Background: an optimization exercise with open tools, aiming at small area, a short achievable clock period and few clock cycles per item. Do not read the settings as production practice. Only simulation tests tie the RTL to the original design; equivalence was not proved.

===== config.mk =====
export PLATFORM = sky130hd
export DESIGN_NAME = aes_round_unit
export DESIGN_NICKNAME = aes_round_unit
export VERILOG_FILES = /design/flow/design.v
export SDC_FILE = /design/flow/constraint.sdc
export NUM_CORES = 4
export LEC_CHECK = 0
export CAP_MARGIN = 20
export CELL_PAD_IN_SITES_DETAIL_PLACEMENT = 2
export CELL_PAD_IN_SITES_GLOBAL_PLACEMENT = 3
export CORE_MARGIN = 2
export CORE_UTILIZATION = 18
export PLACE_DENSITY = 0.22
export SETUP_SLACK_MARGIN = 0.3
export SLEW_MARGIN = 20

===== constraint.sdc =====
create_clock -name core_clock -period 12.0 [get_ports {clk}]
set_input_delay 2.4000 -clock core_clock [delete_from_list [all_inputs] [get_ports {clk}]]
set_output_delay 2.4000 -clock core_clock [all_outputs]
set_load 0.01 [all_outputs]

===== design.v =====
module aes_sbox (
    input  wire [7:0] a,
    output reg  [7:0] y
);
    always @(*) begin
        case (a)
            8'h00: y = 8'h63;
            8'h01: y = 8'h7c;
            8'h02: y = 8'h77;
            8'h03: y = 8'h7b;
            8'h04: y = 8'hf2;
            8'h05: y = 8'h6b;
            8'h06: y = 8'h6f;
            8'h07: y = 8'hc5;
            8'h08: y = 8'h30;
            8'h09: y = 8'h01;
            8'h0a: y = 8'h67;
            8'h0b: y = 8'h2b;
            8'h0c: y = 8'hfe;
            8'h0d: y = 8'hd7;
            8'h0e: y = 8'hab;
            8'h0f: y = 8'h76;
            8'h10: y = 8'hca;
            8'h11: y = 8'h82;
            8'h12: y = 8'hc9;
            8'h13: y = 8'h7d;
            8'h14: y = 8'hfa;
            8'h15: y = 8'h59;
            8'h16: y = 8'h47;
            8'h17: y = 8'hf0;
            8'h18: y = 8'had;
            8'h19: y = 8'hd4;
            8'h1a: y = 8'ha2;
            8'h1b: y = 8'haf;
            8'h1c: y = 8'h9c;
            8'h1d: y = 8'ha4;
            8'h1e: y = 8'h72;
            8'h1f: y = 8'hc0;
            8'h20: y = 8'hb7;
            8'h21: y = 8'hfd;
            8'h22: y = 8'h93;
            8'h23: y = 8'h26;
            8'h24: y = 8'h36;
            8'h25: y = 8'h3f;
            8'h26: y = 8'hf7;
            8'h27: y = 8'hcc;
            8'h28: y = 8'h34;
            8'h29: y = 8'ha5;
            8'h2a: y = 8'he5;
            8'h2b: y = 8'hf1;
            8'h2c: y = 8'h71;
            8'h2d: y = 8'hd8;
            8'h2e: y = 8'h31;
            8'h2f: y = 8'h15;
            8'h30: y = 8'h04;
            8'h31: y = 8'hc7;
            8'h32: y = 8'h23;
            8'h33: y = 8'hc3;
            8'h34: y = 8'h18;
            8'h35: y = 8'h96;
            8'h36: y = 8'h05;
            8'h37: y = 8'h9a;
            8'h38: y = 8'h07;
            8'h39: y = 8'h12;
            8'h3a: y = 8'h80;
            8'h3b: y = 8'he2;
            8'h3c: y = 8'heb;
            8'h3d: y = 8'h27;
            8'h3e: y = 8'hb2;
            8'h3f: y = 8'h75;
            8'h40: y = 8'h09;
            8'h41: y = 8'h83;
            8'h42: y = 8'h2c;
            8'h43: y = 8'h1a;
            8'h44: y = 8'h1b;
            8'h45: y = 8'h6e;
            8'h46: y = 8'h5a;
            8'h47: y = 8'ha0;
            8'h48: y = 8'h52;
            8'h49: y = 8'h3b;
            8'h4a: y = 8'hd6;
            8'h4b: y = 8'hb3;
            8'h4c: y = 8'h29;
            8'h4d: y = 8'he3;
            8'h4e: y = 8'h2f;
            8'h4f: y = 8'h84;
            8'h50: y = 8'h53;
            8'h51: y = 8'hd1;
            8'h52: y = 8'h00;
            8'h53: y = 8'hed;
            8'h54: y = 8'h20;
            8'h55: y = 8'hfc;
            8'h56: y = 8'hb1;
            8'h57: y = 8'h5b;
            8'h58: y = 8'h6a;
            8'h59: y = 8'hcb;
            8'h5a: y = 8'hbe;
            8'h5b: y = 8'h39;
            8'h5c: y = 8'h4a;
            8'h5d: y = 8'h4c;
            8'h5e: y = 8'h58;
            8'h5f: y = 8'hcf;
            8'h60: y = 8'hd0;
            8'h61: y = 8'hef;
            8'h62: y = 8'haa;
            8'h63: y = 8'hfb;
            8'h64: y = 8'h43;
            8'h65: y = 8'h4d;
            8'h66: y = 8'h33;
            8'h67: y = 8'h85;
            8'h68: y = 8'h45;
            8'h69: y = 8'hf9;
            8'h6a: y = 8'h02;
            8'h6b: y = 8'h7f;
            8'h6c: y = 8'h50;
            8'h6d: y = 8'h3c;
            8'h6e: y = 8'h9f;
            8'h6f: y = 8'ha8;
            8'h70: y = 8'h51;
            8'h71: y = 8'ha3;
            8'h72: y = 8'h40;
            8'h73: y = 8'h8f;
            8'h74: y = 8'h92;
            8'h75: y = 8'h9d;
            8'h76: y = 8'h38;
            8'h77: y = 8'hf5;
            8'h78: y = 8'hbc;
            8'h79: y = 8'hb6;
            8'h7a: y = 8'hda;
            8'h7b: y = 8'h21;
            8'h7c: y = 8'h10;
            8'h7d: y = 8'hff;
            8'h7e: y = 8'hf3;
            8'h7f: y = 8'hd2;
            8'h80: y = 8'hcd;
            8'h81: y = 8'h0c;
            8'h82: y = 8'h13;
            8'h83: y = 8'hec;
            8'h84: y = 8'h5f;
            8'h85: y = 8'h97;
            8'h86: y = 8'h44;
            8'h87: y = 8'h17;
            8'h88: y = 8'hc4;
            8'h89: y = 8'ha7;
            8'h8a: y = 8'h7e;
            8'h8b: y = 8'h3d;
            8'h8c: y = 8'h64;
            8'h8d: y = 8'h5d;
            8'h8e: y = 8'h19;
            8'h8f: y = 8'h73;
            8'h90: y = 8'h60;
            8'h91: y = 8'h81;
            8'h92: y = 8'h4f;
            8'h93: y = 8'hdc;
            8'h94: y = 8'h22;
            8'h95: y = 8'h2a;
            8'h96: y = 8'h90;
            8'h97: y = 8'h88;
            8'h98: y = 8'h46;
            8'h99: y = 8'hee;
            8'h9a: y = 8'hb8;
            8'h9b: y = 8'h14;
            8'h9c: y = 8'hde;
            8'h9d: y = 8'h5e;
            8'h9e: y = 8'h0b;
            8'h9f: y = 8'hdb;
            8'ha0: y = 8'he0;
            8'ha1: y = 8'h32;
            8'ha2: y = 8'h3a;
            8'ha3: y = 8'h0a;
            8'ha4: y = 8'h49;
            8'ha5: y = 8'h06;
            8'ha6: y = 8'h24;
            8'ha7: y = 8'h5c;
            8'ha8: y = 8'hc2;
            8'ha9: y = 8'hd3;
            8'haa: y = 8'hac;
            8'hab: y = 8'h62;
            8'hac: y = 8'h91;
            8'had: y = 8'h95;
            8'hae: y = 8'he4;
            8'haf: y = 8'h79;
            8'hb0: y = 8'he7;
            8'hb1: y = 8'hc8;
            8'hb2: y = 8'h37;
            8'hb3: y = 8'h6d;
            8'hb4: y = 8'h8d;
            8'hb5: y = 8'hd5;
            8'hb6: y = 8'h4e;
            8'hb7: y = 8'ha9;
            8'hb8: y = 8'h6c;
            8'hb9: y = 8'h56;
            8'hba: y = 8'hf4;
            8'hbb: y = 8'hea;
            8'hbc: y = 8'h65;
            8'hbd: y = 8'h7a;
            8'hbe: y = 8'hae;
            8'hbf: y = 8'h08;
            8'hc0: y = 8'hba;
            8'hc1: y = 8'h78;
            8'hc2: y = 8'h25;
            8'hc3: y = 8'h2e;
            8'hc4: y = 8'h1c;
            8'hc5: y = 8'ha6;
            8'hc6: y = 8'hb4;
            8'hc7: y = 8'hc6;
            8'hc8: y = 8'he8;
            8'hc9: y = 8'hdd;
            8'hca: y = 8'h74;
            8'hcb: y = 8'h1f;
            8'hcc: y = 8'h4b;
            8'hcd: y = 8'hbd;
            8'hce: y = 8'h8b;
            8'hcf: y = 8'h8a;
            8'hd0: y = 8'h70;
            8'hd1: y = 8'h3e;
            8'hd2: y = 8'hb5;
            8'hd3: y = 8'h66;
            8'hd4: y = 8'h48;
            8'hd5: y = 8'h03;
            8'hd6: y = 8'hf6;
            8'hd7: y = 8'h0e;
            8'hd8: y = 8'h61;
            8'hd9: y = 8'h35;
            8'hda: y = 8'h57;
            8'hdb: y = 8'hb9;
            8'hdc: y = 8'h86;
            8'hdd: y = 8'hc1;
            8'hde: y = 8'h1d;
            8'hdf: y = 8'h9e;
            8'he0: y = 8'he1;
            8'he1: y = 8'hf8;
            8'he2: y = 8'h98;
            8'he3: y = 8'h11;
            8'he4: y = 8'h69;
            8'he5: y = 8'hd9;
            8'he6: y = 8'h8e;
            8'he7: y = 8'h94;
            8'he8: y = 8'h9b;
            8'he9: y = 8'h1e;
            8'hea: y = 8'h87;
            8'heb: y = 8'he9;
            8'hec: y = 8'hce;
            8'hed: y = 8'h55;
            8'hee: y = 8'h28;
            8'hef: y = 8'hdf;
            8'hf0: y = 8'h8c;
            8'hf1: y = 8'ha1;
            8'hf2: y = 8'h89;
            8'hf3: y = 8'h0d;
            8'hf4: y = 8'hbf;
            8'hf5: y = 8'he6;
            8'hf6: y = 8'h42;
            8'hf7: y = 8'h68;
            8'hf8: y = 8'h41;
            8'hf9: y = 8'h99;
            8'hfa: y = 8'h2d;
            8'hfb: y = 8'h0f;
            8'hfc: y = 8'hb0;
            8'hfd: y = 8'h54;
            8'hfe: y = 8'hbb;
            8'hff: y = 8'h16;
            default: y = 8'h00;
        endcase
    end
endmodule
module aes_keygen (
    input  wire [1:0]   ksize,    
    input  wire [5:0]   n,        
    input  wire [255:0] win,      
    output wire [127:0] g         
);
    function [7:0] xtime(input [7:0] b);
        xtime = {b[6:0], 1'b0} ^ (b[7] ? 8'h1b : 8'h00);
    endfunction
    function [7:0] rcon(input [3:0] i);
        integer j;
        reg [7:0] r;
        begin
            r = 8'h01;
            for (j = 1; j < 15; j = j + 1)
                if (j < i) r = xtime(r);
            rcon = r;
        end
    endfunction
    wire [3:0] nk = (ksize == 2'd0) ? 4'd4 : (ksize == 2'd1) ? 4'd6 : 4'd8;
    wire [31:0] w [0:7];
    genvar i;
    generate
        for (i = 0; i < 8; i = i + 1) begin : g_win
            assign w[i] = win[255 - 32*i -: 32];
        end
    endgenerate
    wire [31:0] gw   [0:3];
    wire [31:0] prev [0:3];
    wire [31:0] back [0:3];
    generate
        for (i = 0; i < 4; i = i + 1) begin : g_word
            wire [5:0] k = n + i;
            wire [5:0] kmod6 = k % 6'd6;
            wire [5:0] kdiv6 = k / 6'd6;
            wire [5:0] kmod = (ksize == 2'd0) ? {4'd0, k[1:0]} :
                              (ksize == 2'd1) ? kmod6 : {3'd0, k[2:0]};
            wire [3:0] kdiv = (ksize == 2'd0) ? k[5:2] :
                              (ksize == 2'd1) ? kdiv6[3:0] : {1'b0, k[5:3]};
            if (i == 0) begin : g_first
                assign prev[i] = w[7];
            end else begin : g_next
                assign prev[i] = gw[i-1];
            end
            assign back[i] = w[8 - nk + i];
            wire        rot = (kmod == 6'd0);
            wire [31:0] sin = rot ? {prev[i][23:0], prev[i][31:24]} : prev[i];
            wire [31:0] sout;
            aes_sbox u_s0 (.a(sin[31:24]), .y(sout[31:24]));
            aes_sbox u_s1 (.a(sin[23:16]), .y(sout[23:16]));
            aes_sbox u_s2 (.a(sin[15:8]),  .y(sout[15:8]));
            aes_sbox u_s3 (.a(sin[7:0]),   .y(sout[7:0]));
            wire [31:0] t = rot ? (sout ^ {rcon(kdiv), 24'h0}) :
                            (ksize == 2'd2 && kmod == 6'd4) ? sout : prev[i];
            assign gw[i] = back[i] ^ t;
        end
    endgenerate
    assign g = {gw[0], gw[1], gw[2], gw[3]};
endmodule
module aes_round_unit (
    input  wire         clk,
    input  wire         rst,         
    input  wire         in_valid,
    output wire         in_ready,
    input  wire [1:0]   in_ksize,    
    input  wire [255:0] in_key,      
    input  wire [127:0] in_block,
    output wire         out_valid,
    input  wire         out_ready,
    output wire [127:0] out_block
);
    localparam S_IDLE = 2'd0, S_RUN = 2'd1, S_DONE = 2'd2;
    reg [1:0]   state;
    reg [1:0]   ksz;
    reg [3:0]   round;
    reg [5:0]   kidx;
    reg [255:0] kwin;    
    reg [127:0] blk;
    wire accept = (state == S_IDLE) && in_valid;
    assign in_ready  = (state == S_IDLE);
    assign out_valid = (state == S_DONE);
    assign out_block = blk;
    wire [3:0] nr = (ksz == 2'd0) ? 4'd10 : (ksz == 2'd1) ? 4'd12 : 4'd14;
    reg  [1:0]   kg_ksize;
    reg  [5:0]   kg_n;
    reg  [255:0] kg_win;
    wire [127:0] kg_out;
    always @(*) begin
        if (state == S_IDLE) begin
            kg_ksize = in_ksize;
            case (in_ksize)
                2'd0:    begin kg_n = 6'd4; kg_win = {128'd0, in_key[255:128]}; end
                2'd1:    begin kg_n = 6'd6; kg_win = {64'd0, in_key[255:64]};   end
                default: begin kg_n = 6'd8; kg_win = in_key;                    end
            endcase
        end else begin
            kg_ksize = ksz;
            kg_n     = kidx;
            kg_win   = kwin;
        end
    end
    aes_keygen u_keygen (.ksize(kg_ksize), .n(kg_n), .win(kg_win), .g(kg_out));
    reg [255:0] kwin_init;
    always @(*) begin
        case (in_ksize)
            2'd0:    kwin_init = {in_key[255:128], kg_out};
            2'd1:    kwin_init = {in_key[255:64], kg_out[127:64]};
            default: kwin_init = in_key;
        endcase
    end
    wire [127:0] sb;
    genvar i;
    generate
        for (i = 0; i < 16; i = i + 1) begin : g_sbox
            aes_sbox u_sbox (.a(blk[127 - 8*i -: 8]), .y(sb[127 - 8*i -: 8]));
        end
    endgenerate
    function [7:0] xtime(input [7:0] b);
        xtime = {b[6:0], 1'b0} ^ (b[7] ? 8'h1b : 8'h00);
    endfunction
    function [31:0] mix_column(input [31:0] col);
        reg [7:0] a0, a1, a2, a3;
        begin
            {a0, a1, a2, a3} = col;
            mix_column = {xtime(a0) ^ xtime(a1) ^ a1 ^ a2 ^ a3,
                          a0 ^ xtime(a1) ^ xtime(a2) ^ a2 ^ a3,
                          a0 ^ a1 ^ xtime(a2) ^ xtime(a3) ^ a3,
                          xtime(a0) ^ a0 ^ a1 ^ a2 ^ xtime(a3)};
        end
    endfunction
    reg [127:0] sr;
    reg [127:0] mc;
    integer c, r;
    always @(*) begin
        for (c = 0; c < 4; c = c + 1)
            for (r = 0; r < 4; r = r + 1)
                sr[127 - 8*(4*c + r) -: 8] = sb[127 - 8*(4*((c + r) % 4) + r) -: 8];
        for (c = 0; c < 4; c = c + 1)
            mc[127 - 32*c -: 32] = mix_column(sr[127 - 32*c -: 32]);
    end
    wire [127:0] rk = kwin[127:0];
    always @(posedge clk) begin
        if (rst) begin
            state <= S_IDLE;
        end else begin
            case (state)
                S_IDLE: if (accept) begin
                    ksz   <= in_ksize;
                    kwin  <= kwin_init;
                    kidx  <= 6'd8;
                    blk   <= in_block ^ in_key[255:128];
                    round <= 4'd1;
                    state <= S_RUN;
                end
                S_RUN: begin
                    blk   <= ((round == nr) ? sr : mc) ^ rk;
                    kwin  <= {kwin[127:0], kg_out};
                    kidx  <= kidx + 6'd4;
                    round <= round + 4'd1;
                    if (round == nr) state <= S_DONE;
                end
                S_DONE: if (out_ready) state <= S_IDLE;
                default: state <= S_IDLE;
            endcase
        end
    end
endmodule

===== run.sh =====
#!/bin/bash
# synth_recipe.tcl (not shown) runs the flow's synth.tcl, then flattens the netlist and writes it again
# the make line also repeats each setting of config.mk as NAME=value (left out here)
make -C /OpenROAD-flow-scripts/flow DESIGN_CONFIG=/design/flow/config.mk WORK_HOME=/design/flow/orfs CLKGATE_MAP_FILE= SYNTH_SCRIPT=/design/flow/synth_recipe.tcl finish

==> results.yml <==
setup_path:
  path_max_fanout: 20
  crit_path_start_kind: "input port"
  crit_family: "compound AO/OA/AOI/OAI gates"
  cp_data_arrival_time_ns: 12.14
  worstPathRequired_ns: 12.64
  crit_type: "input port to register"
  crit_buf_inv: 16
  cp_slowest_cell: "a211oi_2"
  cp_common_cell: "buf_4"
  cp-end-kind: "register"
  cpPeakStageDelay_ns: 0.50
sta:
  setup_tns_ns: 0
  holdWs_ns: 0.6267
  rsz0062_at_grt: "yes"
  finClkSkew_ns: 0.1146
  period_share_pct: 95.85
  final_max_slew_viol_count: 0
  hold_violations: 0
  fmax_mhz: 86.94
  final.setup.worst_slack_ns: 0.4983
  worstMarginPinSlew_ns: 1.370
  relSlewSlack_pct: 8.379
  fin_crit_ns: 11.50
  setup_viol: 0
drt:
  first_iter_violations: 17600
  vias: 175000
  wl_mm: 1270
  wl_per_cell_um: 42.30
  firstDrtPassIters: 6
  viasPerCell: 5.830
  antenna_left: 0
  drc: 0
clocking:
  clock_latency_ns: 0.93
  postCtsHoldBufs: 0
  cts.clk_slew.worst_paths_ns: 0.06
  cts_buffers: 92
  htree_num_levels: 3
  clock-root-buffer: "clkbuf_16"
  clock-sinks: 524
  ctsLongestPathBuffers: 4
  cts_tree: "yes"
finish:
  fillers: 80500
  multi_input_area_sq_um: 101900
  layoutNonFillerInstCount: 30020
  final_layout_size_suffix_gt1_share_pct: 20.17
  regArea_sq_um: 14430
  fin_nets: 21610
  synthToLayoutAreaGrowth_pct: 33.83
  finish.utilization_pct: 24.16
die:
  die_x_um: 829.9
  dieArea_sq_um: 688800
  fp-row-count: 303
  die_y_um: 829.9
  coreArea_sq_um: 680100
  ioPinCount: 520
  start_util_pct: 18.05
synth:
  syn_avg_cell_area_sq_um: 6.463
  async_reset_ff_share_pct: 0
  synth_nets: 19730
  ys_types: 133
  synth_ff_type: "edfxtp_1"
  seq_area_frac_synth_pct: 11.75
  synth_edf_count: 394
  syn-cell-area_sq_um: 122800
  yosys_warnings: 3
  ys_ff_latch: 524
  synth_cells: 19000
run:
  cap_violations: 0
place:
  dp_slack_ns: -0.9933
  placedCellCount: 29760
  io_buffer_count: 519
  hpwl_mm: 1010
  place.gp.congestion: 1.016
grt:
  grt_pass1_vias: 176200
  grt_max_degree: 114
  grt_pass1_wl_mm: 1695
  antenna_found_initial: 160
  grt_overflow: 0
  grt_use_total_pct: 35.11
hold_path:
  hp-class: "register to register"
outcome:
  status: "finished clean"
==> cell usage in the layout, fill, tap and decap left out, types with 291 or more instances in the layout <==
cell type / instances
clkdlybuf4s50_1: 516
nor3_1: 551
a211oi_1: 498
a21oi_1: 1951
a31oi_1: 291
mux2i_1: 354
nand2_1: 2697
buf_4: 3086
nand3_1: 518
ha_1: 334
xnor2_1: 571
o21ai_0: 2050
o211ai_1: 592
edfxtp_1: 394
nor2_1: 1869
==> tightest hold or removal path, stage by stage, from the launching register on <==
cell	delay (ns)
edfxtp_1	0.42
nand2_1	0.07
nand2_1	0.06
==> final timing paths <==
check | start | to | slack [ns] | cells past startpoint
worst min register to register | kwin[81] | kwin[209] | 0.63 | 2
worst max register to register | state[0] | kwin[12] | 1.50 | 46
worst min-delay path | kwin[81] | kwin[209] | 0.63 | 2
worst max-delay path | in_ksize[1] | kwin[12] | 0.50 | 47
==> cell families (layout without fill, tap and decap cells) <==
group           Yosys count  in the layout  synth area share [%]
compound gates         7896           7896                 41.44
xor+xnor                865            865                 6.381
fa+ha+maj               344            344                 3.501
buf+inv                2237           4188                 7.659
flops                   524            524                 11.75
mux                     696            696                 6.603
other cells               0             68                     0
simple gates           6439           6439                 22.66
==> cells in the mapped netlist (72+ instances only) <==
library cell,number,area share [%]
nor3_1,562,2.3
o22ai_1,240,1.2
mux2i_1,497,4.1
ha_1,342,3.5
edfxtp_1,394,9.6
o211ai_1,592,3.6
and2_1,102,0.52
a221oi_1,185,1.3
nor2_1,1885,5.8
o221ai_1,199,1.4
nand3_1,519,2.1
buf_1,241,0.74
buf_2,266,1.1
xor2_1,267,1.9
a211oi_1,515,3.1
nand2b_1,110,0.56
o2111ai_1,87,0.62
inv_1,146,0.45
o21ai_0,2150,8.8
a2111oi_0,85,0.61
mux2_2,112,1.0
a311oi_1,243,1.7
clkbuf_1,1427,4.4
a31oi_1,295,1.5
a22oi_1,91,0.56
mux4_2,76,1.4
nor4_1,72,0.37
o31ai_1,134,0.82
a21oi_1,1969,8.0
xnor2_1,578,4.1
nand2_1,2700,8.3
and3_1,99,0.50
o311ai_0,218,1.6
dfxtp_1,130,2.1
==> registers in the layout, summed over array words and instances (netlist names) <==
name,flops
state,2
kwin,256
blk,128
round,4
kidx,4
ksz,2
g_sbox.u_sbox.y,128
==> layer usage <==
metal / part of all wire, % / vias to the layer above / track usage (%)
li1: - / 75330 / -
met1: 46 / 92190 / 48.35
met2: 43 / 6063 / 53.92
met3: 5.5 / 1335 / 4.672
met4: 5.9 / 76 / 16.75
met5: 0.042 / - / 0
==> cell type report <==
cell class / instances / share of cell area, %
well taps: 8997 / 6.850
clock buffers: 132 / 1.654
diodes: 68 / 0.1035
repair buffers: 3833 / 20.02
inverters: 188 / 0.4477
clock inverters: 35 / 0.1606
flip-flops and latches: 524 / 8.783
multi-input cells: 16240 / 61.99
==> metrics by stage <==
step	area (sq um)
after detailed placement	160300
after floorplan	122900
after global placement	160200
final	164300
after global routing	164200
after CTS	163300
==> what timing repair did <==
action                                  CTS  global route
endpoints found under the setup margin   27            63
pin swaps                                 1            18
resized for setup                        16           135
setup buffers                             3            19
cloned                                    0             1
Testbench counts, summed over its fixed seeds: cycles 16,952, items 1,224.

## afterwards: timing with drivers on the ports
No port has a modelled driver above. Below, the same layout with a new extraction and two added sets of constraints. Step 1 sets driving cells, clkbuf_16 on the clock port and buf_2 on the other inputs (assumed; they add their load-dependent delay and slew). Step 2 adds t to the input delays and takes it off the output delays; t is the mean of the earliest and latest rising clock arrival at the registers after step 1. Input paths then give back, and output paths get back, about the clock's delay inside the block. Three values: no drivers, after step 1, after step 2; two values: the first two.
t (ns): 0.986
setup WS [ns]: 0.498 / 0.554 / -0.432
worst setup path after step 2: input to register
With both steps, setup timing fails in this run, where it was met with ideal ports. The setup slack of this run moves by +0.056 ns with the drivers and by -0.930 ns with both steps.
